What follows belongs to an exercise in optimizing a design on an open flow for small area, a short achievable clock period and few clock cycles per item; a production flow would make more cautious choices.

lane 1:
==> flow/design.v (excerpt) <==
module rec_check (
    input  wire         clk,
    input  wire         rst,           
    input  wire         in_valid,
    output wire         in_ready,
    input  wire [31:0]  in_data,
    output reg          out_valid,
    input  wire         out_ready,
    output wire [7:0]   out_status,
    output wire [31:0]  out_detail,
    output reg  [15:0]  out_seq,
    output reg  [9:0]   out_chan,
    output reg  [5:0]   out_act,
    input  wire         seqchk,        
    input  wire         expseq_wr,     
    input  wire [15:0]  expseq_din,
    input  wire [15:0]  shim_en,       
    input  wire [15:0]  shim_hard,     
    input  wire [15:0]  shim_soft,     
    input  wire [15:0]  shim_time,     
    input  wire [15:0]  shim_angle,    
    input  wire [15:0]  shim_pos,      
    input  wire [127:0] sincos
);
export LEC_CHECK = 0
export CAP_MARGIN = 20
export CORE_MARGIN = 2
export CORE_UTILIZATION = 40
export SETUP_SLACK_MARGIN = 2.8
export SLEW_MARGIN = 20
create_clock -name core_clock -period 6.0 [get_ports {clk}]
standard.sh (not shown) runs the stock make flow with config.mk's settings and CLKGATE_MAP_FILE= SYNTH_SCRIPT=/design/flow/synth_recipe.tcl, a recipe that flattens the netlist after the stock synthesis.
==> flow/flow/run.sh <==
#!/bin/bash
set -euo pipefail
export BUFFER_PORTS_ARGS="-buffer_cell sky130_fd_sc_hd__buf_1"
bash standard.sh > standard.log 2>&1
Lane 1 completed; timing, DRC and antenna clean
## Diff of input files: lane 2 against lane 1
--- a/flow/design.v
+++ b/flow/design.v
@@ -315,20 +315,20 @@
     wire a45   = (act[5:1] == 5'b00010);
     wire a45x  = a45 && !tdom;                  
     wire a06   = (act == 6'h06);
     wire a07   = (act == 6'h07);
     wire a08   = (act == 6'h08);
     wire shim  = (act[5:4] == 2'b10);
     wire p0    = (act[5:2] == 4'd0) || (act == 6'h09);    
     wire win   = (cls == 2'b01);
-    wire [3:0] sn = act[3:0];
-    wire shim_ok = shim_en[sn] &
-                   (cls[1] ? shim_soft[sn] : shim_hard[sn]) &
-                   (dom[1] ? shim_pos[sn] : (dom[0] ? shim_angle[sn] : shim_time[sn]));
+    wire [15:0] shim_v = shim_en &
+                         ((cls[1] ? shim_soft : shim_hard)) &
+                         (dom[1] ? shim_pos : (dom[0] ? shim_angle : shim_time));
+    wire shim_ok = shim_v[act[3:0]];
     reg shape_ok;
     always @(*) begin
         case (act)
             6'h01, 6'h02, 6'h03, 6'h06, 6'h07: shape_ok = 1'b1;
             6'h04, 6'h05: shape_ok = tdom || hs;
             6'h08: shape_ok = hs && !tdom;
             6'h09: shape_ok = hs;
             6'h20, 6'h21, 6'h22, 6'h23, 6'h24, 6'h25, 6'h26, 6'h27,
@@ -357,23 +357,17 @@
             3'd5: chk = bad2 || chk5;
             3'd6: chk = bad2 || chk6;
             default: chk = bad2;
         endcase
     end
     wire m12  = (dom == 2'b10) && (d[11:0] != 12'd0) && !sc;
     wire f16z = a08 && !dnz;
     wire f20z = (a45x || a06) && !dnz;
-    wire [32:0] gt_c;
-    assign gt_c[0] = 1'b0;
-    genvar gi;
-    generate for (gi = 0; gi < 32; gi = gi + 1) begin : g_gt
-        assign gt_c[gi+1] = (prev[gi] & ~d[gi]) | ((prev[gi] | ~d[gi]) & gt_c[gi]);
-    end endgenerate
-    wire gt   = a45x && gt_c[32];
+    wire gt   = a45x && (prev > d);
     wire parz = ((a45 && tdom) || a08 || a3f) && !dnz;
     reg [2:0] off_n;
     always @(*) begin
         off_n = off;
         if (w3)
             off_n = m12 ? 3'b011 : 3'b000;
         else if (!off[2]) begin
             if (w4 && f16z)      off_n = 3'b100;
Results
- Summary — largest fanout on the critical path, lane 2 relative to lane 1: lower, by 1.
- Share of synthesized area spent on multiplexers down 0.37 points in lane 2 wrt lane 1
- Taking lane 1 as the reference, in lane 2 fraction of cell area in non-clock buffers moved down, count of fill cells added during filler insertion shows an increase of 44, worst hold slack after final layout increased by 24 ps relative to the old numbers.
- A timing startpoint of the critical path of in_data[20] is what lane 2 shows, while in_data[5] belongs to lane 1.
No functional check of the RTL was part of any run of this note.

separate check: timing with driven ports:
How much do the figures lean on ideal ports? The routed layouts below were timed once more, with nothing changed but the port constraints. Step 1 assumes that a clkbuf_16 drives the clock port and a buf_2 every other input. Step 2 adds t to the input delays and takes it off the output delays; t is the mean of the earliest and latest rising clock arrival at the registers after step 1. Input paths then give back, and output paths get back, about the clock's delay inside the block. a / b / c = no drivers / after step 1 / after step 2; a / b = the first two.
run | t (ns) | setup slack, ns | worst setup path at the end
lane 1 | 0.466 | 2.694 / 2.718 / 2.252 | input to register
lane 2 | 0.460 | 2.847 / 2.840 / 2.404 | input to register
After both steps every run listed still meets setup and hold. The setup slack of lane 2, which loses most, moves by -0.007 ns with the drivers and by -0.443 ns with both steps.
